This design comes from an exercise in tuning for small area, a short achievable clock period and few clock cycles per item on the open sky130 flow, not from production work.
Where RTL was checked, it was by simulation tests only, not by an equivalence proof against the original.
Function not checked in runs 4 and 5: the RTL went through the layout flow alone.

### flow/config.mk
export PLATFORM = sky130hd
export DESIGN_NAME = gra_mac
export DESIGN_NICKNAME = gra_mac
export VERILOG_FILES = /design/flow/design.v
export SDC_FILE = /design/flow/constraint.sdc
export NUM_CORES = 4
export LEC_CHECK = 0
export ABC_AREA = 1
export CAP_MARGIN = 20
export CORE_MARGIN = 2
export CORE_UTILIZATION = 40
export CTS_BUF_LIST = sky130_fd_sc_hd__clkbuf_4 sky130_fd_sc_hd__clkbuf_8
export SETUP_SLACK_MARGIN = 5
export SLEW_MARGIN = 20
export SYNTH_HIERARCHICAL = 1
### flow/constraint.sdc
create_clock -name core_clock -period 10.0 [get_ports {clk}]
set_input_delay 2.0000 -clock core_clock [delete_from_list [all_inputs] [get_ports {clk}]]
set_output_delay 2.0000 -clock core_clock [all_outputs]
set_load 0.01 [all_outputs]
### flow/design.v
module gra_mac (
    input  wire         clk,
    input  wire         rst,
    input  wire         start,
    input  wire [6:0]   nwords,      
    input  wire [255:0] key,
    input  wire [63:0]  ctr,
    output wire         ready,
    input  wire         in_valid,
    input  wire [31:0]  in_data,
    output wire         in_ready,
    output wire         done,
    output wire [127:0] mac
);
    localparam integer S_IDLE = 0,
                       S_PRE  = 1,       
                       S_INIT = 2,       
                       S_RND  = 3,
                       S_ADD  = 4,       
                       S_ROT  = 5,       
                       S_WAIT = 6,       
                       S_DONE = 7;       
    function [31:0] bswap;
        input [31:0] x;
        bswap = {x[7:0], x[15:8], x[23:16], x[31:24]};
    endfunction
    function [31:0] rotr;
        input [31:0] x;
        input integer n;
        rotr = (x >> n) | (x << (32 - n));
    endfunction
    function [31:0] bsig0;
        input [31:0] x;
        bsig0 = rotr(x, 2) ^ rotr(x, 13) ^ rotr(x, 22);
    endfunction
    function [31:0] bsig1;
        input [31:0] x;
        bsig1 = rotr(x, 6) ^ rotr(x, 11) ^ rotr(x, 25);
    endfunction
    function [31:0] ssig0;
        input [31:0] x;
        ssig0 = rotr(x, 7) ^ rotr(x, 18) ^ (x >> 3);
    endfunction
    function [31:0] ssig1;
        input [31:0] x;
        ssig1 = rotr(x, 17) ^ rotr(x, 19) ^ (x >> 10);
    endfunction
    function [31:0] bkadd;
        input [31:0] u, v;
        reg   [31:0] gg, pp;
        integer i, l;
        begin
            gg = u & v;
            pp = u ^ v;
            for (l = 1; l < 32; l = l * 2)
                for (i = 2*l - 1; i < 32; i = i + 2*l) begin
                    gg[i] = gg[i] | (pp[i] & gg[i-l]);
                    pp[i] = pp[i] & pp[i-l];
                end
            for (l = 8; l >= 1; l = l / 2)
                for (i = 3*l - 1; i < 32; i = i + 2*l) begin
                    gg[i] = gg[i] | (pp[i] & gg[i-l]);
                    pp[i] = pp[i] & pp[i-l];
                end
            bkadd = u ^ v ^ {gg[30:0], 1'b0};
        end
    endfunction
    function [1:0] kfun;
        input [7:0] s;
        input [5:0] r;
        input       op;
        begin
            kfun = 2'd0;
            if (s[S_RND]) begin
                case (r[1:0])
                    2'b10:   kfun = 2'd3;
                    2'b11:   kfun = 2'd2;
                    default: kfun = 2'd1;
                endcase
            end else if (s[S_ROT]) begin
                case (r[1:0])
                    2'b10:   kfun = 2'd2;
                    2'b11:   kfun = 2'd1;
                    default: kfun = 2'd0;
                endcase
            end else if (s[S_ADD] && op) begin
                kfun = 2'd3;
            end
        end
    endfunction
    localparam [255:0] IV = {32'h6a09e667, 32'hbb67ae85, 32'h3c6ef372, 32'ha54ff53a,
                             32'h510e527f, 32'h9b05688c, 32'h1f83d9ab, 32'h5be0cd19};
    reg  [7:0]   st;          
    reg          outer;       
    reg          keyblk;      
    reg          opad;        
    reg          fin_blk;     
    reg          is_last;     
    reg  [5:0]   rc;          
    reg  [3:0]   slot_r;      
    reg  [4:0]   have_r;      
    reg          nbrk;        
    reg  [7:0]   rem;         
    reg  [31:0]  w [0:15];    
    reg  [31:0]  a, b, c, d, e, f, g, h;
    reg  [31:0]  p;           
    reg  [31:0]  hv [0:7];    
    wire        in_idle  = st[S_IDLE];
    wire        in_pre   = st[S_PRE];
    wire        in_init  = st[S_INIT];
    wire        in_rnd   = st[S_RND];
    wire        in_add   = st[S_ADD];
    wire        in_rot   = st[S_ROT];
    wire        in_wait  = st[S_WAIT];
    wire        in_done  = st[S_DONE];
    wire        last_in  = !outer && is_last;
    assign done  = in_done;
    assign ready = in_idle || in_done;
    function [8:0] fsel;
        input [7:0] s;
        input [5:0] r;
        input       o, kb, fb, il;
        input [3:0] sr;
        reg         fd, nf, fk, fo, fi;
        reg  [3:0]  sl;
        reg         r0, e12, lt, ct, li;
        begin
            r0  = (r == 6'd0);
            e12 = s[S_RND] && !r0 && (r <= 6'd13);
            lt  = (s[S_RND] && (r0 || r == 6'd63)) || s[S_ADD];
            ct  = !o && !il;
            li  = !o && il;
            fd = 1'b0; nf = 1'b0; sl = 4'd0;
            if (s[S_IDLE] || s[S_DONE]) begin
                fd = 1'b1; nf = 1'b1; sl = 4'd0;
            end else if (s[S_PRE]) begin
                fd = 1'b1; sl = 4'd1;
            end else if (s[S_INIT]) begin
                fd = 1'b1; sl = 4'd2;
            end else if (s[S_WAIT]) begin
                fd = 1'b1; sl = sr;
            end else if (s[S_ROT]) begin
                fd = 1'b1; nf = (r[1:0] == 2'd2); sl = {2'b0, r[1:0] ^ 2'b10};
            end else if (e12) begin
                fd = 1'b1; sl = r[3:0] + 4'd2;
            end else begin
                if (s[S_RND] && r == 6'd63 && ct) begin
                    fd = 1'b1; nf = 1'b1; sl = 4'd0;
                end
                if (s[S_RND] && r0 && (ct || li)) begin
                    fd = 1'b1; nf = li; sl = {3'd0, ct};
                end
                if (s[S_ADD] && (ct || li)) begin
                    fd = 1'b1; sl = {2'd0, ct, li};
                end
            end
            fk = s[S_IDLE] || s[S_PRE] || s[S_DONE] || ((s[S_INIT] || e12) && kb) || (lt && li);
            fo = !s[S_IDLE] && !s[S_PRE] && !s[S_DONE] && (o || (lt && li));
            fi = s[S_ROT] || (e12 && fb);
            fsel = {fd, nf, sl, fk, fo, fi};
        end
    endfunction
    wire        cont     = !outer && !is_last;       
    wire        rc0      = (rc == 6'd0);
    wire        r62      = in_rnd && (rc == 6'd63);
    wire        r63      = in_rnd && rc0;
    wire        early    = in_rnd && !rc0 && (rc <= 6'd13);
    wire        feed, newfeed, f_key, f_opad, f_ih;
    wire [3:0]  slot;
    assign {feed, newfeed, slot, f_key, f_opad, f_ih} = fsel(st, rc, outer, keyblk, fin_blk, is_last, slot_r);
    wire [4:0]  have     = newfeed ? 5'd0 : have_r;
    wire [31:0] len_bits = 32'd768 + {20'd0, nwords, 5'd0};
    wire [31:0] pad      = f_opad ? 32'h5c5c5c5c : 32'h36363636;
    wire        rem_pos  = !rem[7] && (rem != 8'd0);
    reg  [31:0] src_word;
    reg         src_in;       
    always @(*) begin
        src_word = 32'd0;
        src_in   = 1'b0;
        if (f_key) begin
            src_word = pad;
            if (!slot[3]) src_word = bswap(key[32*slot[2:0] +: 32]) ^ pad;
        end else if (f_ih) begin
            if (!slot[3])            src_word = hv[slot[2:0]];
            else if (slot == 4'd8)   src_word = 32'h80000000;
            else if (slot == 4'd15)  src_word = 32'd768;
        end else begin
            if (rem_pos) begin
                src_word = bswap(in_data);
                src_in   = 1'b1;
            end else if (rem == 8'd0)               src_word = bswap(ctr[31:0]);
            else if (rem == 8'hff)                  src_word = bswap(ctr[63:32]);
            else if (rem == 8'hfe)                  src_word = 32'h80000000;
            else if (slot == 4'd15 && rem != 8'hfd) src_word = len_bits;
        end
    end
    wire        want     = feed && ({1'b0, slot} == have);
    wire        avail    = !src_in || in_valid;
    wire        take     = want && avail;
    wire        miss     = want && !avail;
    wire        take_msg = take && !f_key && !f_ih;
    reg         in_ready_r;   
    assign in_ready = in_ready_r;
    wire [31:0] w_new;
    gra_mac_sched u_sched (.w0(w[0]), .w1(w[1]), .w9(w[9]), .w14(w[14]), .w_new(w_new));
    reg  [31:0] tail;
    always @(*) begin
        if (take)
            tail = src_word;
        else if (feed)
            tail = w[0];              
        else
            tail = w_new;
    end
    reg  [1:0]  k;
    reg         rot;
    reg         ff_iv;
    reg  [31:0] iv_a, iv_e;
    always @(*) begin
        case (k)
            2'd0: begin iv_a = IV[255:224]; iv_e = IV[127:96]; end
            2'd1: begin iv_a = IV[223:192]; iv_e = IV[95:64];  end
            2'd2: begin iv_a = IV[191:160]; iv_e = IV[63:32];  end
            default: begin iv_a = IV[159:128]; iv_e = IV[31:0]; end
        endcase
    end
    wire [31:0] hv_a    = ff_iv ? iv_a : hv[k];
    wire [31:0] hv_e    = ff_iv ? iv_e : hv[{1'b1, k}];
    wire [31:0] st_a    = rot ? d : (in_init ? 32'd0 : a);
    wire [31:0] st_e    = rot ? h : (in_init ? 32'd0 : e);
    wire [31:0] sum_a   = bkadd(hv_a, st_a);
    wire [31:0] sum_e   = bkadd(hv_e, st_e);
    wire        ld_iv   = in_init && keyblk;
    wire [31:0] ld1     = ld_iv ? IV[223:192] : hv[1];
    wire [31:0] ld2     = ld_iv ? IV[191:160] : hv[2];
    wire [31:0] ld3     = ld_iv ? IV[159:128] : hv[3];
    wire [31:0] ld5     = ld_iv ? IV[95:64]   : hv[5];
    wire [31:0] ld6     = ld_iv ? IV[63:32]   : hv[6];
    wire [31:0] ld7     = ld_iv ? IV[31:0]    : hv[7];
    wire [31:0] a_new, e_new;
    gra_mac_round u_round (.a(a), .b(b), .c(c), .d(d), .e(e), .f(f), .g(g), .p(p),
                           .a_new(a_new), .e_new(e_new));
    wire        shift = in_rnd || rot;
    wire [31:0] hnext = shift ? g : ld7;
    wire [31:0] p_new;
    gra_mac_pnext u_pnext (.rc(rc), .hnext(hnext), .w14(w[14]), .p_new(p_new));
    integer i;
    always @(posedge clk) begin
        for (i = 0; i < 15; i = i + 1)
            w[i] <= w[i+1];
        w[15] <= tail;
        p <= p_new;
        a <= in_rnd ? a_new : sum_a;
        e <= in_rnd ? e_new : sum_e;
        if (shift) begin
            b <= a; c <= b; d <= c;
            f <= e; g <= f; h <= g;
        end else begin
            b <= ld1; c <= ld2; d <= ld3;
            f <= ld5; g <= ld6; h <= ld7;
        end
    end
    reg         ff_wr;        
    reg         h3_wr;        
    reg  [1:0]  wk;
    wire [31:0] bus_a  = h3_wr ? d : sum_a;
    always @(posedge clk) begin
        if (ff_wr || h3_wr)
            hv[wk] <= bus_a;
        if (ff_wr)
            hv[{1'b1, k}] <= sum_e;
    end
    assign mac = {bswap(hv[3]), bswap(hv[2]), bswap(hv[1]), bswap(hv[0])};
    reg  [7:0]  st_n;
    reg  [5:0]  rc_n;
    reg         outer_n, keyblk_n, opad_n, fin_n, last_n, nbrk_n;
    reg  [3:0]  slot_n;
    reg  [4:0]  have_n;
    reg  [7:0]  rem_n;
    always @(*) begin
        st_n     = 8'd0;
        rc_n     = rc;
        outer_n  = outer;
        keyblk_n = keyblk;
        opad_n   = opad;
        fin_n    = fin_blk;
        last_n   = is_last;
        nbrk_n   = nbrk;
        rem_n    = rem;
        if (feed) begin
            slot_n = slot + 4'd1;
            have_n = take ? have + 5'd1 : have;
        end else begin
            slot_n = slot_r + 4'd1;
            have_n = have_r;
        end
        if (take_msg) begin
            rem_n = rem - 8'd1;
            if (slot == 4'd15) last_n = rem[7] && (rem <= 8'hfc);
        end
        case (1'b1)
            in_idle: begin
                st_n[start ? S_PRE : S_IDLE] = 1'b1;
            end
            in_pre: begin
                outer_n  = 1'b0;
                keyblk_n = 1'b1;
                opad_n   = 1'b0;
                fin_n    = 1'b0;
                last_n   = 1'b0;
                rem_n    = {1'b0, nwords} + 8'd6;
                nbrk_n   = 1'b0;
                rc_n     = 6'd0;
                st_n[S_INIT] = 1'b1;
            end
            in_init: begin
                rc_n = 6'd1;
                st_n[miss ? S_WAIT : S_RND] = 1'b1;
            end
            in_wait: begin
                rc_n = 6'd0;
                st_n[(slot_r == 4'd1 && (have_r > 5'd1 || (have_r == 5'd1 && avail))) ? S_INIT : S_WAIT] = 1'b1;
            end
            in_rnd: begin
                if (!rc0) rc_n = rc + 6'd1;
                if ((r62 || r63) && miss) nbrk_n = 1'b1;
                if (early && miss)
                    st_n[S_WAIT] = 1'b1;
                else if (rc0)
                    st_n[S_ADD] = 1'b1;
                else
                    st_n[S_RND] = 1'b1;
            end
            in_add: begin
                rc_n   = 6'd1;
                nbrk_n = 1'b0;
                if (fin_blk) begin
                    st_n[S_DONE] = 1'b1;
                end else if (opad) begin
                    rc_n     = 6'd62;
                    keyblk_n = 1'b0;
                    opad_n   = 1'b0;
                    fin_n    = 1'b1;
                    st_n[S_ROT] = 1'b1;
                end else if (last_in) begin
                    rc_n     = 6'd0;
                    outer_n  = 1'b1;
                    keyblk_n = 1'b1;
                    opad_n   = 1'b1;
                    st_n[S_INIT] = 1'b1;
                end else begin
                    keyblk_n = 1'b0;
                    st_n[(nbrk || miss) ? S_WAIT : S_RND] = 1'b1;
                end
            end
            in_rot: begin
                rc_n = rc0 ? 6'd1 : rc + 6'd1;
                st_n[rc0 ? S_RND : S_ROT] = 1'b1;
            end
            in_done: begin
                st_n[start ? S_PRE : S_IDLE] = 1'b1;
            end
            default: st_n[S_IDLE] = 1'b1;
        endcase
        if (rst) begin
            st_n   = 8'd0;
            st_n[S_IDLE] = 1'b1;
            nbrk_n = 1'b0;
        end
    end
    wire        feed_n, newfeed_n, f_key_n, f_opad_n, f_ih_n;
    wire [3:0]  fslot_n;
    assign {feed_n, newfeed_n, fslot_n, f_key_n, f_opad_n, f_ih_n} =
        fsel(st_n, rc_n, outer_n, keyblk_n, fin_n, last_n, slot_n);
    wire [4:0]  fhave_n  = newfeed_n ? 5'd0 : have_n;
    wire        ready_n  = feed_n && ({1'b0, fslot_n} == fhave_n) && !f_key_n && !f_ih_n
                           && !rem_n[7] && (rem_n != 8'd0);
    wire        rot_n   = st_n[S_ROT] || (st_n[S_ADD] && opad_n);
    wire [1:0]  k_n     = kfun(st_n, rc_n, opad_n);
    wire        ffwr_n  = !opad_n && ((st_n[S_RND] && (rc_n == 6'd0 || rc_n[5:1] == 5'b11111)) || st_n[S_ADD]);
    wire        h3wr_n  = fin_n && st_n[S_RND] && (rc_n != 6'd0) && (rc_n <= 6'd4);
    reg  [1:0]  wk_n;
    always @(*) begin
        wk_n = k_n;
        if (h3wr_n) begin
            case (rc_n[1:0])
                2'b01:   wk_n = 2'd3;
                2'b10:   wk_n = 2'd2;
                2'b11:   wk_n = 2'd1;
                default: wk_n = 2'd0;
            endcase
        end
    end
    always @(posedge clk) begin
        k          <= k_n;
        rot        <= rot_n;
        ff_iv      <= rot_n || keyblk_n;
        ff_wr      <= ffwr_n;
        h3_wr      <= h3wr_n;
        wk         <= wk_n;
        st         <= st_n;
        rc         <= rc_n;
        outer      <= outer_n;
        keyblk     <= keyblk_n;
        opad       <= opad_n;
        fin_blk    <= fin_n;
        is_last    <= last_n;
        nbrk       <= nbrk_n;
        slot_r     <= slot_n;
        have_r     <= have_n;
        rem        <= rem_n;
        in_ready_r <= ready_n;
    end
endmodule
module gra_mac_round (
    input  wire [31:0] a, b, c, d, e, f, g, p,
    output wire [31:0] a_new, e_new
);
    function [31:0] rotr;
        input [31:0] x;
        input integer n;
        rotr = (x >> n) | (x << (32 - n));
    endfunction
    function [31:0] bsig0;
        input [31:0] x;
        bsig0 = rotr(x, 2) ^ rotr(x, 13) ^ rotr(x, 22);
    endfunction
    function [31:0] bsig1;
        input [31:0] x;
        bsig1 = rotr(x, 6) ^ rotr(x, 11) ^ rotr(x, 25);
    endfunction
    wire [31:0] ch    = (e & f) ^ (~e & g);
    wire [31:0] maj   = (a & b) ^ (a & c) ^ (b & c);
    wire [31:0] s1    = bsig1(e);
    wire [31:0] s0    = bsig0(a);
    wire [31:0] x1    = p ^ d ^ ch;
    wire [31:0] y1    = {(p[30:0] & d[30:0]) | (p[30:0] & ch[30:0]) | (d[30:0] & ch[30:0]), 1'b0};
    wire [31:0] x2    = x1 ^ y1 ^ s1;
    wire [31:0] y2    = {(x1[30:0] & y1[30:0]) | (x1[30:0] & s1[30:0]) | (y1[30:0] & s1[30:0]), 1'b0};
    wire [31:0] u1    = p ^ ch ^ maj;
    wire [31:0] v1    = {(p[30:0] & ch[30:0]) | (p[30:0] & maj[30:0]) | (ch[30:0] & maj[30:0]), 1'b0};
    wire [31:0] u2    = u1 ^ v1 ^ s0;
    wire [31:0] v2    = {(u1[30:0] & v1[30:0]) | (u1[30:0] & s0[30:0]) | (v1[30:0] & s0[30:0]), 1'b0};
    wire [31:0] u3    = u2 ^ v2 ^ s1;
    wire [31:0] v3    = {(u2[30:0] & v2[30:0]) | (u2[30:0] & s1[30:0]) | (v2[30:0] & s1[30:0]), 1'b0};
    assign e_new = x2 + y2;
    assign a_new = u3 + v3;
endmodule
module gra_mac_sched (
    input  wire [31:0] w0, w1, w9, w14,
    output wire [31:0] w_new
);
    function [31:0] rotr;
        input [31:0] x;
        input integer n;
        rotr = (x >> n) | (x << (32 - n));
    endfunction
    function [31:0] ssig0;
        input [31:0] x;
        ssig0 = rotr(x, 7) ^ rotr(x, 18) ^ (x >> 3);
    endfunction
    function [31:0] ssig1;
        input [31:0] x;
        ssig1 = rotr(x, 17) ^ rotr(x, 19) ^ (x >> 10);
    endfunction
    wire [31:0] wq0   = ssig0(w1);
    wire [31:0] wq1   = ssig1(w14);
    wire [31:0] wx1   = w0 ^ w9 ^ wq0;
    wire [31:0] wy1   = {(w0[30:0] & w9[30:0]) | (w0[30:0] & wq0[30:0]) | (w9[30:0] & wq0[30:0]), 1'b0};
    wire [31:0] wx2   = wx1 ^ wy1 ^ wq1;
    wire [31:0] wy2   = {(wx1[30:0] & wy1[30:0]) | (wx1[30:0] & wq1[30:0]) | (wy1[30:0] & wq1[30:0]), 1'b0};
    assign w_new = wx2 + wy2;
endmodule
module gra_mac_pnext (
    input  wire [5:0]  rc,
    input  wire [31:0] hnext, w14,
    output wire [31:0] p_new
);
    function [31:0] kconst;
        input [5:0] i;
        case (i)
            6'd0: kconst = 32'h428a2f98;
            6'd1: kconst = 32'h71374491;
            6'd2: kconst = 32'hb5c0fbcf;
            6'd3: kconst = 32'he9b5dba5;
            6'd4: kconst = 32'h3956c25b;
            6'd5: kconst = 32'h59f111f1;
            6'd6: kconst = 32'h923f82a4;
            6'd7: kconst = 32'hab1c5ed5;
            6'd8: kconst = 32'hd807aa98;
            6'd9: kconst = 32'h12835b01;
            6'd10: kconst = 32'h243185be;
            6'd11: kconst = 32'h550c7dc3;
            6'd12: kconst = 32'h72be5d74;
            6'd13: kconst = 32'h80deb1fe;
            6'd14: kconst = 32'h9bdc06a7;
            6'd15: kconst = 32'hc19bf174;
            6'd16: kconst = 32'he49b69c1;
            6'd17: kconst = 32'hefbe4786;
            6'd18: kconst = 32'h0fc19dc6;
            6'd19: kconst = 32'h240ca1cc;
            6'd20: kconst = 32'h2de92c6f;
            6'd21: kconst = 32'h4a7484aa;
            6'd22: kconst = 32'h5cb0a9dc;
            6'd23: kconst = 32'h76f988da;
            6'd24: kconst = 32'h983e5152;
            6'd25: kconst = 32'ha831c66d;
            6'd26: kconst = 32'hb00327c8;
            6'd27: kconst = 32'hbf597fc7;
            6'd28: kconst = 32'hc6e00bf3;
            6'd29: kconst = 32'hd5a79147;
            6'd30: kconst = 32'h06ca6351;
            6'd31: kconst = 32'h14292967;
            6'd32: kconst = 32'h27b70a85;
            6'd33: kconst = 32'h2e1b2138;
            6'd34: kconst = 32'h4d2c6dfc;
            6'd35: kconst = 32'h53380d13;
            6'd36: kconst = 32'h650a7354;
            6'd37: kconst = 32'h766a0abb;
            6'd38: kconst = 32'h81c2c92e;
            6'd39: kconst = 32'h92722c85;
            6'd40: kconst = 32'ha2bfe8a1;
            6'd41: kconst = 32'ha81a664b;
            6'd42: kconst = 32'hc24b8b70;
            6'd43: kconst = 32'hc76c51a3;
            6'd44: kconst = 32'hd192e819;
            6'd45: kconst = 32'hd6990624;
            6'd46: kconst = 32'hf40e3585;
            6'd47: kconst = 32'h106aa070;
            6'd48: kconst = 32'h19a4c116;
            6'd49: kconst = 32'h1e376c08;
            6'd50: kconst = 32'h2748774c;
            6'd51: kconst = 32'h34b0bcb5;
            6'd52: kconst = 32'h391c0cb3;
            6'd53: kconst = 32'h4ed8aa4a;
            6'd54: kconst = 32'h5b9cca4f;
            6'd55: kconst = 32'h682e6ff3;
            6'd56: kconst = 32'h748f82ee;
            6'd57: kconst = 32'h78a5636f;
            6'd58: kconst = 32'h84c87814;
            6'd59: kconst = 32'h8cc70208;
            6'd60: kconst = 32'h90befffa;
            6'd61: kconst = 32'ha4506ceb;
            6'd62: kconst = 32'hbef9a3f7;
            6'd63: kconst = 32'hc67178f2;
        endcase
    endfunction
    wire [31:0] kval  = kconst(rc);
    wire [31:0] px    = hnext ^ kval ^ w14;
    wire [31:0] py    = {(hnext[30:0] & kval[30:0]) | (hnext[30:0] & w14[30:0]) | (kval[30:0] & w14[30:0]), 1'b0};
    assign p_new = px + py;
endmodule
### flow/run.sh
#!/bin/bash
# synth_recipe.tcl (not shown) runs the flow's synth.tcl, then flattens the netlist and writes it again
# the make line also repeats each setting of config.mk as NAME=value (left out here)
make -C /OpenROAD-flow-scripts/flow DESIGN_CONFIG=/design/flow/config.mk WORK_HOME=/design/flow/orfs CLKGATE_MAP_FILE= SYNTH_SCRIPT=/design/flow/synth_recipe.tcl finish
==> results of run 1 <==
==> registers in the layout, indices dropped and copies added (netlist names), 4 cells and up <==
register  flops
rc            6
c            32
g            32
slot_r        4
hv          256
rem           8
p            32
d            32
b            32
w           512
f            32
have_r        5
e            32
h            32
st            8
a            32
==> critical path, cell delays in order (launching register included) <==
cell	delay (ns)
dfxtp_1	0.31
buf_4	0.28
inv_1	0.13
ha_1	0.29
nor2_1	0.13
nand2_1	0.11
nand4_4	0.13
nand2_2	0.09
a21oi_1	0.14
nand2_1	0.12
nand2_1	0.09
nand2_2	0.12
nand2_8	0.37
buf_8	0.37
buf_8	0.41
nand2_1	0.09
a311oi_1	0.71
a31oi_1	0.39
o21ai_0	0.24
nand2_1	0.08
==> cell type report <==
class	instances	area share, %
Clock buffer	274	4.549
Multi-Input combinational cell	5228	43.83
Timing Repair Buffer	636	8.413
Tap cell	2058	3.399
Timing Repair inverter	3	0.05450
Antenna cell	8	0.02643
Sequential cell	1102	32.54
Inverter	1214	6.129
Clock inverter	62	1.057
==> how the worst min path moves through the flow <==
stage / startpoint / to / slack, ns / depth (start not counted)
final: w[10][28] / w[9][28] / 0.30 / 0
after global routing: w[5][20] / w[4][20] / 0.31 / 0
after CTS: w[10][28] / w[9][28] / 0.30 / 0
after detailed placement: w[11][11] / w[10][11] / 0.31 / 0
after global placement: w[12][18] / w[11][18] / 0.31 / 0
after floorplan: w[11][0] / w[10][0] / 0.31 / 0
==> kinds of logic (layout without fill, tap and decap cells) <==
| family | after synthesis | after routing | synth area share [%] |
|---|---|---|---|
| AO/OA/AOI/OAI | 1532 | 1532 | 14.15 |
| XOR/XNOR | 371 | 371 | 5.156 |
| buffers and inverters | 1501 | 2189 | 9.142 |
| multiplexers | 21 | 21 | 0.3625 |
| flip-flops | 1102 | 1102 | 38.98 |
| other | 0 | 8 | 0 |
| AND/OR/NAND/NOR | 2775 | 2775 | 18.49 |
| adder cells (fa/ha/maj) | 529 | 529 | 13.73 |
==> layer usage <==
metal,vias to the layer above,routed length (um)
met3,629,43320
met1,28831,133000
li1,26482,-
met5,-,57
met4,8,17710
met2,3741,131200
==> per-module statistics from Yosys (local to each module, per instance) <==
module         cells inside  times used  flops+latches  cell area [sq um]
gra_mac                4483           1           1102              42090
gra_mac_pnext          1085           1              0               5821
gra_mac_round          1503           1              0              10240
gra_mac_sched           760           1              0               5019
==> repair_timing <==
item,4_1_cts,5_1_grt
hold buffers,0,0
pin swaps,7,23
gates cloned,5,4
setup endpoints to repair,287,113
resized for setup,78,100
setup buffers,28,32
==> metrics by stage <==
stage	hold WS, ns	instances	util [%]	area (sq um)
2_1_floorplan	0.3096	7831	-	63180
3_3_place_gp	0.3095	10172	44.81	70160
3_5_place_dp	0.3121	10172	44.82	70170
4_1_cts	0.3005	10541	47.93	75050
5_1_grt	0.3144	10578	48.37	75740
6_report	0.3042	10585	48.39	75760
==> synth_stat cells, types with 18 or more instances <==
| cell type | count |
|---|---|
| nand2_1 | 1676 |
| inv_1 | 1171 |
| dfxtp_1 | 846 |
| o21ai_0 | 603 |
| nor2_1 | 550 |
| a21oi_1 | 434 |
| nand3_1 | 291 |
| fa_1 | 280 |
| edfxtp_1 | 256 |
| xor2_1 | 237 |
| ha_1 | 229 |
| clkbuf_1 | 198 |
| xnor2_1 | 133 |
| o211ai_1 | 76 |
| o22ai_1 | 68 |
| nand2_2 | 60 |
| nand4_1 | 55 |
| buf_2 | 45 |
| a31oi_1 | 38 |
| nor3_1 | 36 |
| inv_2 | 33 |
| buf_1 | 32 |
| o221ai_1 | 32 |
| o21ai_1 | 31 |
| o21bai_1 | 29 |
| a22oi_1 | 27 |
| nor2_2 | 27 |
| a211oi_1 | 23 |
| a32oi_1 | 21 |
| maj3_1 | 20 |
| o32ai_1 | 20 |
| o22a_1 | 18 |
==> reports/metrics.yaml, run 1 <==
r2r_end: "w[15][12]"
port_buffers: 493
drc: 0
cts_made_buffers: 180
grt_use_total_pct: 39.18
grt_pass1_wl_um: 441900
globalplace.congestion: 1.022
ys_warn_count: 12
layout_min_cycle_time_ns: 4.939
arrival_ns: 5.79
netlist_area_sq_um: 63170
max_cap_viol_count: 0
synth.area.top_cells: "dfxtp_1, edfxtp_1, nand2_1"
synth_fp_nets: 8703
cts-root-buf: "clkbuf_8"
nNetsFinal: 9237
grt_setup_unrepaired: "yes"
busiest_layer: "met2"
vias: 59691
wl_per_cell_um: 30.72
ant_nets: 0
crit_end: "w[15][12]"
met3_usage_pct: 14.59
worstReg2RegStart: "rc[0]"
finClkSkew_ns: 0.05459
status: "finished clean"
initial_utilization_pct: 40.34
fmax_mhz: 202.5
avgSynthCellArea_sq_um: 8.066
grt_max_degree: 91
ys_seq_area_share_pct: 38.98
worstPathMaxFanout: 70
cts.path.max_buffers: 3
ff_latch_area_sq_um: 24650
slew_viol_final: 0
setup_tns_ns: 0
synthArstFlopShare_pct: 0
final_common_cell: "nand2_1"
synthFlopType: "dfxtp_1"
r2r_cells: 19
die_area_sq_um: 161100
grt_pass1_vias: 55906
grt_antenna_before_repair: 22
critical_path_required_ns: 10.85
ys_ff_latch: 1102
min_path_type: "reg -> reg"
slew_headroom_pct: 19.23
nFillCells: 15407
drtPass1Iterations: 6
core_area_sq_um: 156600
viasPerCell: 5.639
layout_setup_ws_ns: 5.061
layout_common_cells: "nand2_1, inv_1, dfxtp_1"
r2r_slack_ns: 5.06
cts_tree: "done"
cts_sinks: 1102
synth_edf_count: 256
cp-end-kind: "flip-flop"
cp-start-kind: "flip-flop"
hold_viol: 0
met1_usage_pct: 52.85
place_hpwl_um: 257200
grt_use_met2_pct: 55.29
setup_viol: 0
clk_pin_slew_worst_paths_ns: 0.06
critPathKind: "reg -> reg"
syn_to_final_growth_pct: 19.93
period_share_pct: 49.39
wl_um: 325200
preCtsSetupSlack_ns: 3.328
die_w_um: 401.4
drive_gt1_share_pct: 9.273
drt-initial-drc-count: 8862
yosysTopAreaCell: "dfxtp_1"
critPathLaunch: "rc[0]"
num_rows: 145
multi_input_area_sq_um: 33200
worst_pin_slew_ns: 1.209
syn_inst: 7831
synth_top_area_share_pct: 26.81
worstSkewPairLatency_ns: 0.98
grt_overflow_total: 0
cts_max_level: 4
ios: 494
synth.distinct_cells: 80
die_y_um: 401.4
Testbench counts, summed over its fixed seeds: cycles 102,088, items 320.
==> run 2, diff against run 1 <==
--- a/flow/config.mk
+++ b/flow/config.mk
@@ -9,7 +9,7 @@
 export CAP_MARGIN = 20
 export CORE_MARGIN = 2
 export CORE_UTILIZATION = 40
-export CTS_BUF_LIST = sky130_fd_sc_hd__clkbuf_4 sky130_fd_sc_hd__clkbuf_8
+export CTS_CLUSTER_SIZE = 40
 export SETUP_SLACK_MARGIN = 5
 export SLEW_MARGIN = 20
 export SYNTH_HIERARCHICAL = 1
==> reports/metrics.yaml, run 2 <==
cp-start-kind: "flip-flop"  # unchanged
busiest_layer: "met2"  # unchanged
die_w_um: 401.4  # unchanged
cp_num_buf_inv: 2  # was 4
r2r_cells: 19  # unchanged
core_area_sq_um: 156600  # unchanged
ys_ff_latch: 1102  # unchanged
cts_max_level: 3  # was 4
ios: 494  # unchanged
hold_viol: 0  # unchanged
num_rows: 145  # unchanged
reg_top3: "w: 512 flops, hv: 256 flops"  # unchanged
top_register: "w"  # unchanged
grt_use_met2_pct: 55.14  # was 55.29%
die_area_sq_um: 161100  # unchanged
drt-initial-drc-count: 8838  # was 8,862
cpMaxStageDelayCell: "fa_1"  # was a311oi_1
die_y_um: 401.4  # unchanged
met3_usage_pct: 13.77  # was 14.59%
clk_pin_slew_worst_paths_ns: 0.07  # was 0.06 ns
ys_seq_area_share_pct: 38.98  # unchanged
slew_headroom_pct: 21.79  # was 19.23%
syn_to_final_growth_pct: 19.68  # was 19.93%
viasPerCell: 5.664  # was 5.639
arrival_ns: 5.52  # was 5.79 ns
drive_gt1_share_pct: 7.802  # was 9.273%
fmax_mhz: 202.7  # was 202.5 MHz
worst_path_most_repeated_cell: "nand2_1"  # unchanged
layout_min_cycle_time_ns: 4.935  # was 4.939 ns
worstSkewPairLatency_ns: 0.78  # was 0.98 ns
nFillCells: 15345  # was 15,407
multi_input_area_sq_um: 33220  # was 33,200 sq um
cts-root-buf: "clkbuf_16"  # was clkbuf_8
met1_usage_pct: 52.87  # was 52.85%
max_cap_viol_count: 0  # unchanged
yosysTopAreaCell: "dfxtp_1"  # unchanged
cts_tree: "done"  # unchanged
worst_pin_slew_ns: 1.161  # was 1.209 ns
drtPass1Iterations: 7  # was 6
synth.area.top_cells: "dfxtp_1, edfxtp_1, nand2_1"  # unchanged
synth_top_area_share_pct: 26.81  # unchanged
cts.path.max_buffers: 3  # unchanged
status: "finished clean"  # unchanged
synthArstFlopShare_pct: 0  # unchanged
cts_sinks: 1102  # unchanged
final_common_cell: "nand2_1"  # unchanged
ys_warn_count: 12  # unchanged
critical_path_required_ns: 10.59  # was 10.85 ns
whs_path_depth: 0  # unchanged
globalplace.congestion: 1.022  # unchanged
wl_per_cell_um: 30.91  # was 30.72 um
critPathKind: "reg -> reg"  # unchanged
avgSynthCellArea_sq_um: 8.066  # unchanged
yosysMostFrequentCell: "nand2_1"  # unchanged
layout_common_cells: "nand2_1, inv_1, dfxtp_1"  # unchanged
critPathMaxStageDelay_ns: 0.58  # was 0.71 ns
worstPathMaxFanout: 4  # was 70
synth_edf_count: 256  # unchanged
wl_um: 323300  # was 325,200 um
period_share_pct: 49.35  # was 49.39%
largest_reg_flops: 512  # unchanged
synthFlopType: "dfxtp_1"  # unchanged
grt_pass1_vias: 55238  # was 55,906
grt_setup_unrepaired: "yes"  # unchanged
hold-worst-slack_ns: 0.3068  # was 0.3042 ns
cp-end-kind: "flip-flop"  # unchanged
grt_pass1_wl_um: 440000  # was 441,900 um
ant_nets: 0  # unchanged
vias: 59255  # was 59,691
drc: 0  # unchanged
cts_made_buffers: 113  # was 180
finClkSkew_ns: 0.05684  # was 0.05459 ns
nNetsFinal: 9167  # was 9,237
synthTopCellsByCount: "nand2_1, inv_1, dfxtp_1, o21ai_0, nor2_1"  # unchanged
grt_overflow_total: 0  # unchanged
synth.distinct_cells: 80  # unchanged
cp.depth: 19  # unchanged
initial_utilization_pct: 40.34  # unchanged
ff_latch_area_sq_um: 24650  # unchanged
syn_inst: 7831  # unchanged
grt_use_total_pct: 38.95  # was 39.18%
grt_antenna_before_repair: 23  # was 22
cp_top_family: "adder cells"  # was compound AO/OA/AOI/OAI gates
grt_max_degree: 91  # unchanged
setup_viol: 0  # unchanged
setup_tns_ns: 0  # unchanged
cp_cell_sequence: "inv_1 > or2_2 > o21ai_0 > fa_1 > fa_1 > fa_1 > inv_1 > ha_1 > nand3_1 > nand2_1 > nand2_1 > nand2_1 > nand2_1 > nand2_2 > nand2_1 > nand3_1 > nand2_1 > nand2_1 > o21ai_0"  # was buf_4 > inv_1 > ha_1 > nor2_1 > nand2_1 > nand4_4 > nand2_2 > a21oi_1 > nand2_1 > nand2_1 > nand2_2 > nand2_8 > buf_8 > buf_8 > nand2_1 > a311oi_1 > a31oi_1 > o21ai_0 > nand2_1
netlist_area_sq_um: 63170  # unchanged
port_buffers: 493  # unchanged
min_path_type: "reg -> reg"  # unchanged
slew_viol_final: 0  # unchanged
place_hpwl_um: 257200  # unchanged
synth_fp_nets: 8703  # unchanged
## run 2: cell counts after synthesis
Identical to the previous run, type by type.
## run 2: timing repair
item / in CTS / in global routing
cloned: 5 / 2
setup buffers: 29 / 29
endpoints found under the setup margin: 289 / 106
hold buffers: 0 / 0
pin swaps: 8 / 23
resized for setup: 83 / 101
## run 2: path summary, 6_finish.rpt
path / startpoint / to / slack (ns)
max reg2reg: e[3] / a[30] / 5.07
min reg2reg: w[4][23] / w[3][23] / 0.31
min: w[4][23] / w[3][23] / 0.31
max: e[3] / a[30] / 5.07
## run 2: final cells by class
class	instances	area share (%)
multi-input combinational	5228	43.94
sequential	1102	32.61
timing repair buffer	633	8.368
inverter	1214	6.140
clock buffer	155	4.356
tap	2058	3.406
clock inverter	60	1.096
timing repair inverter	3	0.05462
antenna	8	0.02648
## run 2: per-module statistics from Yosys (local to each module, per instance)
| module | times used | flip-flops and latches | cell area [sq um] |
|---|---|---|---|
| gra_mac_sched | 1 | 0 | 5019 |
| gra_mac | 1 | 1102 | 42090 |
| gra_mac_pnext | 1 | 0 | 5821 |
| gra_mac_round | 1 | 0 | 10240 |
## run 2: kinds of logic after synthesis
| kind of cell | synth area share, % |
|---|---|
| flops | 38.98 |
| fa+ha+maj | 13.73 |
| xor+xnor | 5.156 |
| mux | 0.3625 |
| compound gates | 14.15 |
| buf+inv | 9.142 |
| simple gates | 18.49 |
## run 2: layer usage
layer	wire, um	share of wire [%]	up-vias
met3	42890	13	605
li1	-	-	26303
met2	130300	40	3754
met4	17700	5.5	10
met5	58	0.018	-
met1	132400	41	28583
## run 2: through the flow
step | setup WS [ns] | instances | cell area (sq um) | utilization, %
after floorplan | 5.030 | 7831 | 63180 | -
after global placement | 3.409 | 10172 | 70160 | 44.81
after detailed placement | 3.328 | 10172 | 70170 | 44.82
after CTS | 5.004 | 10421 | 74960 | 47.87
after global routing | 4.914 | 10453 | 75580 | 48.27
final | 5.065 | 10461 | 75600 | 48.28
==> run 3, diff against run 2 <==
--- a/flow/config.mk
+++ b/flow/config.mk
@@ -9,7 +9,6 @@
 export CAP_MARGIN = 20
 export CORE_MARGIN = 2
 export CORE_UTILIZATION = 40
-export CTS_CLUSTER_SIZE = 40
 export SETUP_SLACK_MARGIN = 5
 export SLEW_MARGIN = 20
 export SYNTH_HIERARCHICAL = 1
==> reports/metrics.yaml, run 3 <==
worst_pin_slew_ns: 1.161  # unchanged
core_area_sq_um: 156600  # unchanged
final_common_cell: "nand2_1"  # unchanged
syn_to_final_growth_pct: 19.68  # unchanged
syn_inst: 7831  # unchanged
wl_met1_um: 132400  # unchanged
cp-end-kind: "flip-flop"  # unchanged
cts_tree: "done"  # unchanged
cts.path.max_buffers: 3  # unchanged
critical_path_required_ns: 10.59  # about the same
max_cap_viol_count: 0  # unchanged
nNetsFinal: 9167  # unchanged
cts_sinks: 1102  # unchanged
drc: 0  # unchanged
drtPass1Iterations: 7  # unchanged
netlist_area_sq_um: 63170  # unchanged
cts_max_level: 3  # unchanged
grt_antenna_before_repair: 23  # unchanged
wl_met2_um: 130300  # unchanged
synth.area.top_cells: "dfxtp_1, edfxtp_1, nand2_1"  # unchanged
die_y_um: 401.4  # unchanged
dr.max_layer_used: "met5"  # unchanged
finClkSkew_ns: 0.05684  # unchanged
wl_per_cell_um: 30.91  # unchanged
worstReg2RegStart: "e[3]"  # unchanged
num_rows: 145  # unchanged
arrival_ns: 5.52  # about the same
clk_pin_slew_worst_paths_ns: 0.07  # about the same
preCtsSetupSlack_ns: 3.328  # unchanged
ios: 494  # unchanged
port_buffers: 493  # unchanged
slew_headroom_pct: 21.79  # unchanged
grt_max_degree: 91  # unchanged
die_area_sq_um: 161100  # unchanged
hp-start: "w[4][23]"  # unchanged
hold_viol: 0  # unchanged
worstSkewPairLatency_ns: 0.78  # about the same
synth_fp_nets: 8703  # unchanged
ant_nets: 0  # unchanged
critPathKind: "reg -> reg"  # unchanged
period_share_pct: 49.35  # unchanged
yosysMostFrequentCell: "nand2_1"  # unchanged
place_hpwl_um: 257200  # unchanged
layout_common_cells: "nand2_1, inv_1, dfxtp_1"  # unchanged
avgSynthCellArea_sq_um: 8.066  # unchanged
synthArstFlopShare_pct: 0  # unchanged
min_path_type: "reg -> reg"  # unchanged
ys_ff_latch: 1102  # unchanged
grt_use_total_pct: 38.95  # unchanged
nFillCells: 15345  # unchanged
layout_setup_ws_ns: 5.065  # unchanged
critPathLaunch: "e[3]"  # unchanged
slew_viol_final: 0  # unchanged
reg_top3: "w: 512 flops, hv: 256 flops"  # unchanged
cts-root-buf: "clkbuf_16"  # unchanged
setup_tns_ns: 0  # unchanged
synth_top_area_share_pct: 26.81  # unchanged
final_util_pct: 48.28  # unchanged
synthTopCellsByCount: "nand2_1, inv_1, dfxtp_1, o21ai_0, nor2_1"  # unchanged
drive_gt1_share_pct: 7.802  # unchanged
cp-start-kind: "flip-flop"  # unchanged
die_w_um: 401.4  # unchanged
synth_edf_count: 256  # unchanged
cts_hold_buffers: 0  # unchanged
synth.distinct_cells: 80  # unchanged
vias: 59255  # unchanged
yosysTopAreaCell: "dfxtp_1"  # unchanged
globalplace.congestion: 1.022  # unchanged
ys_seq_area_share_pct: 38.98  # unchanged
status: "finished clean"  # unchanged
largest_reg_flops: 512  # unchanged
initial_utilization_pct: 40.34  # unchanged
layout_min_cycle_time_ns: 4.935  # unchanged
grt_overflow_total: 0  # unchanged
grt_setup_unrepaired: "yes"  # unchanged
ys_warn_count: 12  # unchanged
ff_latch_area_sq_um: 24650  # unchanged
setup_viol: 0  # unchanged
wl_um: 323300  # unchanged
fmax_mhz: 202.7  # unchanged
viasPerCell: 5.664  # unchanged
grt_pass1_vias: 55238  # unchanged
grt_pass1_wl_um: 440000  # unchanged
worstPathMaxFanout: 4  # unchanged
cts_made_buffers: 113  # unchanged
top_register: "w"  # unchanged
synthFlopType: "dfxtp_1"  # unchanged
wl_met3_um: 42890  # unchanged
drt-initial-drc-count: 8838  # unchanged
multi_input_area_sq_um: 33220  # unchanged
-- run 3: path summary, 6_finish.rpt --
path                            slack (ns)  depth (start not counted)       end
worst min-delay path                  0.31                          0  w[3][23]
worst min register to register        0.31                          0  w[3][23]
worst max register to register        5.07                         19     a[30]
worst max-delay path                  5.07                         19     a[30]
-- run 3: timing repair --
| action | in CTS | in global routing |
|---|---|---|
| pin swaps | 8 | 23 |
| setup buffers | 29 | 29 |
| cloned | 5 | 2 |
| setup endpoints to repair | 289 | 106 |
| gates resized for setup | 83 | 101 |
| endpoints found under the hold margin | 0 | 0 |
-- run 3: stage by stage --
step           hold WS (ns)  instance area, sq um  instances
2_1_floorplan        0.3096                 63180       7831
3_3_place_gp         0.3095                 70160      10172
3_5_place_dp         0.3121                 70170      10172
4_1_cts              0.3009                 74960      10421
5_1_grt              0.3132                 75580      10453
6_report             0.3068                 75600      10461
-- run 3: worst max-delay path, cell delays in order (launching register included) --
cell	delay, ns
dfxtp_1	0.42
inv_1	0.14
or2_2	0.29
o21ai_0	0.25
fa_1	0.58
fa_1	0.47
fa_1	0.51
inv_1	0.04
ha_1	0.43
nand3_1	0.11
nand2_1	0.26
nand2_1	0.08
nand2_1	0.22
nand2_1	0.10
nand2_2	0.13
nand2_1	0.08
nand3_1	0.08
nand2_1	0.06
nand2_1	0.31
o21ai_0	0.14
-- run 3: area by class of cell --
cell class                 instances  share of cell area (%)
antenna                            8                 0.02648
clock buffer                     155                   4.356
clock inverter                    60                   1.096
inverter                        1214                   6.140
multi-input combinational       5228                   43.94
sequential                      1102                   32.61
tap                             2058                   3.406
timing repair buffer             633                   8.368
timing repair inverter             3                 0.05462
-- run 3: metal layers --
layer / track usage (%) / vias to the layer above
met5: 0 / -
met4: 17.84 / 10
met3: 13.77 / 605
met2: 55.14 / 3754
met1: 52.87 / 28583
li1: - / 26303
-- run 3: per-module statistics from Yosys (local to each module, per instance) --
module | cells inside | flops+latches
gra_mac_pnext | 1085 | 0
gra_mac_sched | 760 | 0
gra_mac_round | 1503 | 0
gra_mac | 4483 | 1102
-- run 3: cells by family after synthesis --
family / Yosys count / share of synthesized area, %
multiplexers: 21 / 0.3625
adder cells (fa/ha/maj): 529 / 13.73
AND/OR/NAND/NOR: 2775 / 18.49
AO/OA/AOI/OAI: 1532 / 14.15
flip-flops: 1102 / 38.98
buffers and inverters: 1501 / 9.142
XOR/XNOR: 371 / 5.156
==> run 4, diff against run 3 <==
--- a/flow/design.v
+++ b/flow/design.v
@@ -169,6 +169,9 @@
     wire [3:0]  slot;
     assign {feed, newfeed, slot, f_key, f_opad, f_ih} = fsel(st, rc, outer, keyblk, fin_blk, is_last, slot_r);
     wire [4:0]  have     = newfeed ? 5'd0 : have_r;
+    reg  [1:0]  ksel;         
+    wire [31:0] hv_ar   = hv[ksel];
+    wire [31:0] hv_er   = hv[{1'b1, ksel}];
     wire [31:0] len_bits = 32'd768 + {20'd0, nwords, 5'd0};
     wire [31:0] pad      = f_opad ? 32'h5c5c5c5c : 32'h36363636;
     wire        rem_pos  = !rem[7] && (rem != 8'd0);
@@ -181,7 +184,7 @@
             src_word = pad;
             if (!slot[3]) src_word = bswap(key[32*slot[2:0] +: 32]) ^ pad;
         end else if (f_ih) begin
-            if (!slot[3])            src_word = hv[slot[2:0]];
+            if (!slot[3])            src_word = slot[2] ? hv_er : hv_ar;
             else if (slot == 4'd8)   src_word = 32'h80000000;
             else if (slot == 4'd15)  src_word = 32'd768;
         end else begin
@@ -224,8 +227,8 @@
             default: begin iv_a = IV[159:128]; iv_e = IV[31:0]; end
         endcase
     end
-    wire [31:0] hv_a    = ff_iv ? iv_a : hv[k];
-    wire [31:0] hv_e    = ff_iv ? iv_e : hv[{1'b1, k}];
+    wire [31:0] hv_a    = ff_iv ? iv_a : hv_ar;
+    wire [31:0] hv_e    = ff_iv ? iv_e : hv_er;
     wire [31:0] st_a    = rot ? d : (in_init ? 32'd0 : a);
     wire [31:0] st_e    = rot ? h : (in_init ? 32'd0 : e);
     wire [31:0] sum_a   = bkadd(hv_a, st_a);
@@ -393,6 +396,7 @@
     end
     always @(posedge clk) begin
         k          <= k_n;
+        ksel       <= (feed_n && f_ih_n) ? fslot_n[1:0] : k_n;
         rot        <= rot_n;
         ff_iv      <= rot_n || keyblk_n;
         ff_wr      <= ffwr_n;
==> reports/metrics.yaml, run 4 <==
worstPathMaxFanout: 41  # was 4
hp-start: "w[11][2]"  # was w[4][23]
synth-compound-area-share_pct: 13.40  # was 14.15%
critPathKind: "reg -> reg"  # unchanged
cp-end-kind: "flip-flop"  # unchanged
place_inst: 9760  # was 10,172
critical_path_required_ns: 10.56  # was 10.59 ns
synth_top_family_by_area: "simple AND/OR/NAND/NOR gates"  # unchanged
grt_use_met2_pct: 52.37  # was 55.14%
globalplace.congestion: 1.044  # was 1.022
wl_um: 279400  # was 323,300 um
r2r_slack_ns: 5.08  # was 5.07 ns
worstSkewPairLatency_ns: 0.80  # was 0.78 ns
worst_pin_slew_ns: 1.230  # was 1.161 ns
cp-start-kind: "flip-flop"  # unchanged
hold_viol: 0  # unchanged
synth.distinct_cells: 73  # was 80
place_hpwl_um: 217400  # was 257,200 um
worstReg2RegStart: "rot"  # was e[3]
viasPerCell: 5.551  # was 5.664
synth_xor_area_share_pct: 5.258  # was 5.156%
grt_pass1_wl_um: 390500  # was 440,000 um
yosysTopAreaCell: "dfxtp_1"  # unchanged
status: "finished clean"  # unchanged
grt_max_degree: 82  # was 91
synthTopCellsByCount: "nand2_1, inv_1, dfxtp_1, o21ai_0, nor2_1"  # unchanged
setup_viol: 0  # unchanged
yosysMostFrequentCell: "nand2_1"  # unchanged
ant_nets: 0  # unchanged
synth_fp_nets: 8297  # was 8,703
grt_antenna_before_repair: 19  # was 23
grt_use_total_pct: 34.71  # was 38.95%
cts_tree: "done"  # unchanged
top_register: "w"  # unchanged
layout_min_cycle_time_ns: 4.918  # was 4.935 ns
grt_overflow_total: 0  # unchanged
cts.path.max_buffers: 3  # unchanged
wl_per_cell_um: 27.70  # was 30.91 um
ios: 494  # unchanged
cts_hold_buffers: 0  # unchanged
drive_gt1_share_pct: 8.206  # was 7.802%
synth_fa_ha_area_share_pct: 14.15  # was 13.73%
hold-worst-slack_ns: 0.2799  # was 0.3068 ns
avgSynthCellArea_sq_um: 8.253  # was 8.066 sq um
cts_max_level: 3  # unchanged
slew_headroom_pct: 17.11  # was 21.79%
synth_top_area_share_pct: 27.70  # was 26.81%
final_common_cell: "nand2_1"  # unchanged
initial_utilization_pct: 40.29  # was 40.34%
max_cap_viol_count: 0  # unchanged
hold_end: "w[10][2]"  # was w[3][23]
synth_edf_count: 256  # unchanged
min_path_type: "reg -> reg"  # unchanged
arrival_ns: 5.48  # was 5.52 ns
cts-root-buf: "clkbuf_16"  # unchanged
largest_reg_flops: 512  # unchanged
period_share_pct: 49.18  # was 49.35%
nNetsFinal: 8817  # was 9,167
yosys.area_share.simple_pct: 18.10  # was 18.49%
finClkSkew_ns: 0.07967  # was 0.05684 ns
ys_ff_latch: 1104  # was 1,102
grt_setup_unrepaired: "no"  # was yes
syn_inst: 7425  # was 7,831
drt-initial-drc-count: 6619  # was 8,838
num_rows: 143  # was 145
met3_usage_pct: 8.399  # was 13.77%
synth.area.top_cells: "dfxtp_1, edfxtp_1, nand2_1"  # unchanged
drc: 0  # unchanged
syn_to_final_growth_pct: 21.27  # was 19.68%
reg_top3: "w: 512 flops, hv: 256 flops"  # unchanged
core_area_sq_um: 152100  # was 156,600 sq um
die_area_sq_um: 156300  # was 161,100 sq um
r2r_cells: 16  # was 19
port_buffers: 493  # unchanged
ys_warn_count: 12  # unchanged
grt_pass1_vias: 53458  # was 55,238
cts_sinks: 1104  # was 1,102
fmax_mhz: 203.3  # was 202.7 MHz
drtPass1Iterations: 8  # was 7
cts_made_buffers: 116  # was 113
vias: 55983  # was 59,255
clk_pin_slew_worst_paths_ns: 0.07  # about the same
netlist_area_sq_um: 61280  # was 63,170 sq um
met1_usage_pct: 46.40  # was 52.87%
setup_tns_ns: 0  # unchanged
fin_cells: 10085  # was 10,461
busiest_layer: "met2"  # unchanged
synthMuxAreaShare_pct: 0.3430  # was 0.3625%
slew_viol_final: 0  # unchanged
synthFlopType: "dfxtp_1"  # unchanged
whs_path_depth: 0  # unchanged
r2r_end: "p[20]"  # was a[30]
ys_seq_area_share_pct: 40.25  # was 38.98%
die_w_um: 395.4  # was 401.4 um
layout_common_cells: "nand2_1, inv_1, dfxtp_1"  # unchanged
die_y_um: 395.4  # was 401.4 um
synthArstFlopShare_pct: 0  # unchanged
[run 4: what timing repair did]
item	4_1_cts	5_1_grt
setup buffers	48	35
gates cloned	9	5
pin swaps	17	39
endpoints found under the setup margin	300	110
gates resized for setup	125	88
[run 4: layout make-up]
type	count	area [sq um]
fillers	14618	77770
multi-input cells	4965	31870
flip-flops and latches	1104	24710
repair buffers	658	6720
inverters	1096	4209
clock buffers	165	3462
well taps	2030	2540
clock inverters	51	726.9
repair inverters	4	48.80
diodes	12	30.03
[run 4: how the worst max path moves through the flow]
stage                          from         to  slack, ns  depth (start not counted)
after floorplan           flip-flop  hv[0][31]       5.16                         35
after global placement    flip-flop  hv[0][31]       2.76                         32
after detailed placement  flip-flop  hv[0][31]       2.71                         31
after CTS                       rot  hv[2][31]       5.00                         34
after global routing      flip-flop  hv[5][31]       4.98                         33
final                           rot      p[20]       5.08                         16
[run 4: logic make-up (layout without fill, tap and decap cells)]
logic type | count (synthesis) | in the layout
AOI/OAI and AO/OA | 1379 | 1379
other | 0 | 12
DFF | 1104 | 1104
muxes | 19 | 19
buffers and inverters | 1356 | 1974
xor gates and xnor gates | 367 | 367
and+or+nand+nor | 2671 | 2671
adders and majority gates | 529 | 529
[run 4: modules after synthesis, one instance, submodules excluded]
module	flops+latches	area, sq um	times used	cells
gra_mac_sched	0	4946	1	754
gra_mac	1104	40320	1	4108
gra_mac_pnext	0	5769	1	1060
gra_mac_round	0	10240	1	1503
[run 4: critical path: stages, from the launching register on]
cell and delay, ns:
dfxtp_4 0.35, buf_12 0.14, nor2_4 0.09, buf_4 0.53
clkinv_4 0.53, buf_4 0.44, nand2_1 0.10, o21ai_0 0.26
fa_1 0.57, ha_1 0.41, nand2_1 0.15, nor2_1 0.19
inv_1 0.13, nor2_1 0.18, nand4_1 0.16, nand4_1 0.13
nand2_1 0.29
[run 4: per-stage QoR]
step / worst slack [ns] / utilization, % / instance area [sq um]
2_1_floorplan: 5.160 / - / 61280
3_3_place_gp: 2.764 / 44.90 / 68290
3_5_place_dp: 2.711 / 44.91 / 68290
4_1_cts: 5.003 / 48.37 / 73560
5_1_grt: 4.977 / 48.85 / 74290
6_report: 5.082 / 48.86 / 74310
[run 4: metal layers]
layer,vias to the layer above,routed length (um)
met1,27242,114100
met3,585,28990
met5,-,102
met2,3052,119700
met4,16,16510
li1,25088,-
==> run 5, diff against run 4 <==
==> flow/flow/run.sh (new file) <==
#!/bin/bash
set -euo pipefail
export BUFFER_PORTS_ARGS="-buffer_cell sky130_fd_sc_hd__buf_2"
sed -e 's/SETUP_SLACK_MARGIN=5/SETUP_SLACK_MARGIN=6/' standard.sh > standard_custom.sh
grep -q 'SETUP_SLACK_MARGIN=6' standard_custom.sh
bash standard_custom.sh > flow.log 2>&1
==> flow/standard.sh (new file) <==
#!/bin/bash
# synth_recipe.tcl (not shown) runs the flow's synth.tcl, then flattens the netlist and writes it again
# the make line also repeats each setting of config.mk as NAME=value (left out here)
make -C /OpenROAD-flow-scripts/flow DESIGN_CONFIG=/design/flow/config.mk WORK_HOME=/design/flow/orfs CLKGATE_MAP_FILE= SYNTH_SCRIPT=/design/flow/synth_recipe.tcl "${@:-finish}"
removed: flow/run.sh
==> reports/metrics.yaml, run 5 <==
status: "finished clean"  # unchanged
ios: 494  # unchanged
design_area_sq_um: 75990  # was 74,310 sq um
worstPathMaxFanout: 19  # was 41
final_common_cell: "nand2_1"  # unchanged
initial_utilization_pct: 40.29  # unchanged
cts_tree: "done"  # unchanged
setup_viol: 0  # unchanged
ys_warn_count: 12  # unchanged
yosysTopAreaCell: "dfxtp_1"  # unchanged
critPathMaxStageDelay_ns: 0.42  # was 0.57 ns
worst_pin_slew_ns: 1.162  # was 1.230 ns
cts.path.max_buffers: 3  # unchanged
place_hpwl_um: 224400  # was 217,400 um
die_area_sq_um: 156300  # unchanged
min_path_type: "reg -> reg"  # unchanged
yosysMostFrequentCell: "nand2_1"  # unchanged
synth.area.top_cells: "dfxtp_1, edfxtp_1, nand2_1"  # unchanged
port_buffers: 493  # unchanged
cts_max_level: 3  # unchanged
ys_ff_latch: 1104  # unchanged
drc: 0  # unchanged
critical_path_required_ns: 10.52  # was 10.56 ns
num_rows: 143  # unchanged
hold-worst-slack_ns: 0.3080  # was 0.2799 ns
ant_nets: 0  # unchanged
syn_inst: 7425  # unchanged
clk_pin_slew_worst_paths_ns: 0.06  # was 0.07 ns
worstSkewPairLatency_ns: 0.79  # was 0.80 ns
wl_um: 294900  # was 279,400 um
cp-end-kind: "flip-flop"  # unchanged
avgSynthCellArea_sq_um: 8.253  # unchanged
nNetsFinal: 8956  # was 8,817
cp-start-kind: "flip-flop"  # unchanged
synth.distinct_cells: 73  # unchanged
layout_setup_ws_ns: 5.051  # was 5.082 ns
top_register: "w"  # unchanged
synth_fp_nets: 8297  # unchanged
synthFlopType: "dfxtp_1"  # unchanged
drt-initial-drc-count: 6318  # was 6,619
cpMaxStageDelayCell: "fa_2"  # was fa_1
grt_overflow_total: 0  # unchanged
slew_viol_final: 0  # unchanged
grt_setup_unrepaired: "yes"  # was no
period_share_pct: 49.49  # was 49.18%
finClkSkew_ns: 0.06529  # was 0.07967 ns
syn_to_final_growth_pct: 24.00  # was 21.27%
grt_antenna_before_repair: 22  # was 19
drtPass1Iterations: 6  # was 8
critPathKind: "reg -> reg"  # unchanged
arrival_ns: 5.47  # was 5.48 ns
synth_top_area_share_pct: 27.70  # unchanged
synthTopCellsByCount: "nand2_1, inv_1, dfxtp_1, o21ai_0, nor2_1"  # unchanged
grt_pass1_wl_um: 406000  # was 390,500 um
reg_top3: "w: 512 flops, hv: 256 flops"  # unchanged
cts_made_buffers: 115  # was 116
max_cap_viol_count: 0  # unchanged
cts-root-buf: "clkbuf_16"  # unchanged
core_area_sq_um: 152100  # unchanged
fmax_mhz: 202.1  # was 203.3 MHz
grt_max_degree: 92  # was 82
drive_gt1_share_pct: 22.13  # was 8.206%
vias: 57381  # was 55,983
setup_tns_ns: 0  # unchanged
netlist_area_sq_um: 61280  # unchanged
worst_path_most_repeated_cell: "nand2_2"  # was nand2_1
largest_reg_flops: 512  # unchanged
die_y_um: 395.4  # unchanged
globalplace.congestion: 1.049  # was 1.044
grt_pass1_vias: 54839  # was 53,458
preCtsSetupSlack_ns: 3.793  # was 2.711 ns
cts_sinks: 1104  # unchanged
synth_edf_count: 256  # unchanged
viasPerCell: 5.613  # was 5.551
slew_headroom_pct: 22.25  # was 17.11%
postPlaceCellArea_sq_um: 65960  # was 68,290 sq um
die_w_um: 395.4  # unchanged
ys_seq_area_share_pct: 40.25  # unchanged
wl_per_cell_um: 28.85  # was 27.70 um
synthArstFlopShare_pct: 0  # unchanged
grt_use_total_pct: 36.32  # was 34.71%
layout_common_cells: "nand2_1, inv_1, dfxtp_1"  # unchanged
hold_viol: 0  # unchanged
layout_min_cycle_time_ns: 4.949  # was 4.918 ns
-- run 5: modules after synthesis (local to each module, per instance) --
| module | cells inside | flops+latches | times used | area (sq um) |
|---|---|---|---|---|
| gra_mac_sched | 754 | 0 | 1 | 4946 |
| gra_mac | 4108 | 1104 | 1 | 40320 |
| gra_mac_pnext | 1060 | 0 | 1 | 5769 |
| gra_mac_round | 1503 | 0 | 1 | 10240 |
-- run 5: cell families (layout without fill, tap and decap cells) --
group / count (synthesis) / after routing / share of synthesized area [%]
other: 0 / 5 / 0
XOR/XNOR: 367 / 367 / 5.258
AND/OR/NAND/NOR: 2671 / 2675 / 18.10
adder cells (fa/ha/maj): 529 / 529 / 14.15
buffers and inverters: 1356 / 2114 / 8.496
multiplexers: 19 / 19 / 0.3430
flip-flops: 1104 / 1104 / 40.25
AO/OA/AOI/OAI: 1379 / 1379 / 13.40
-- run 5: layout make-up --
cell class | count | area (sq um)
fillers | 14629 | 76100
repair buffers | 794 | 5813
diodes | 5 | 12.51
flip-flops and latches | 1104 | 24910
multi-input cells | 4969 | 34440
well taps | 2030 | 2540
repair inverters | 4 | 51.30
clock inverters | 56 | 609.3
inverters | 1096 | 4295
clock buffers | 164 | 3318
-- run 5: layer usage --
| metal | part of all wire (%) | up-vias | GRT usage (%) |
|---|---|---|---|
| met5 | 0.050 | - | 0 |
| met1 | 40 | 27946 | 47.72 |
| met3 | 9.7 | 794 | 7.559 |
| met4 | 7.4 | 22 | 20.72 |
| met2 | 43 | 3246 | 55.48 |
| li1 | - | 25373 | - |
-- run 5: critical path: cells and delay by family, from the launching register on --
| family | cells | cell delay, ns |
|---|---|---|
| simple gates | 13 | 1.40 |
| compound gates | 7 | 1.10 |
| buf+inv | 7 | 0.85 |
| fa+ha+maj | 2 | 0.68 |
| flops | 1 | 0.40 |
| xor+xnor | 1 | 0.21 |
-- run 5: per-stage QoR --
stage	instances	utilization [%]
floorplan	7425	-
CTS	10129	48.38
finish	10222	49.96
detailed placement	9761	43.37
global placement	9760	43.37
global route	10217	49.96
-- run 5: worst paths after layout --
kind / startpoint / endpoint / slack (ns) / cells past startpoint
setup / recovery: flip-flop / hv[6][31] / 5.05 / 30
hold / removal: w[7][6] / w[6][6] / 0.31 / 0
setup reg to reg: flip-flop / hv[6][31] / 5.05 / 30
hold reg to reg: w[7][6] / w[6][6] / 0.31 / 0
-- run 5: what timing repair did --
action	CTS	global route
hold buffers	0	0
gates cloned	21	6
resized for setup	607	448
setup endpoints to repair	356	231
buffers inserted	127	82
pin swaps	95	166

static timing again, ports no longer ideal:
The results above use ideal ports. As a check the final layouts listed here were re-extracted and re-timed, cells and wires unchanged. Step 1 (the two cells are an assumption about what drives the block):
set clk [get_ports {clk}]
set_driving_cell -lib_cell sky130_fd_sc_hd__clkbuf_16 $clk
set_driving_cell -lib_cell sky130_fd_sc_hd__buf_2 [delete_from_list [all_inputs] $clk]
Step 2 adds t to the input delays and takes it off the output delays; t is the mean of the earliest and latest rising clock arrival at the registers after step 1. Input paths then give back, and output paths get back, about the clock's delay inside the block. Three values: no drivers, after step 1, after step 2; two values: the first two.
run | t (ns) | setup WS [ns] | latest minus earliest clock arrival (ns) | slew at the worst register clock pin (ns)
run 1 | 1.046 | 5.061 / 5.061 / 5.061 | 0.057 / 0.057 | 0.07 / 0.07
run 2 | 0.844 | 5.065 / 5.065 / 5.065 | 0.057 / 0.058 | 0.07 / 0.07
run 3 | 0.844 | 5.065 / 5.065 / 5.065 | 0.057 / 0.058 | 0.07 / 0.07
run 4 | 0.851 | 5.082 / 5.082 / 5.082 | 0.080 / 0.079 | 0.08 / 0.08
run 5 | 0.833 | 5.051 / 5.051 / 5.051 | 0.070 / 0.070 | 0.08 / 0.08
After both steps setup and hold are still met in every run listed.
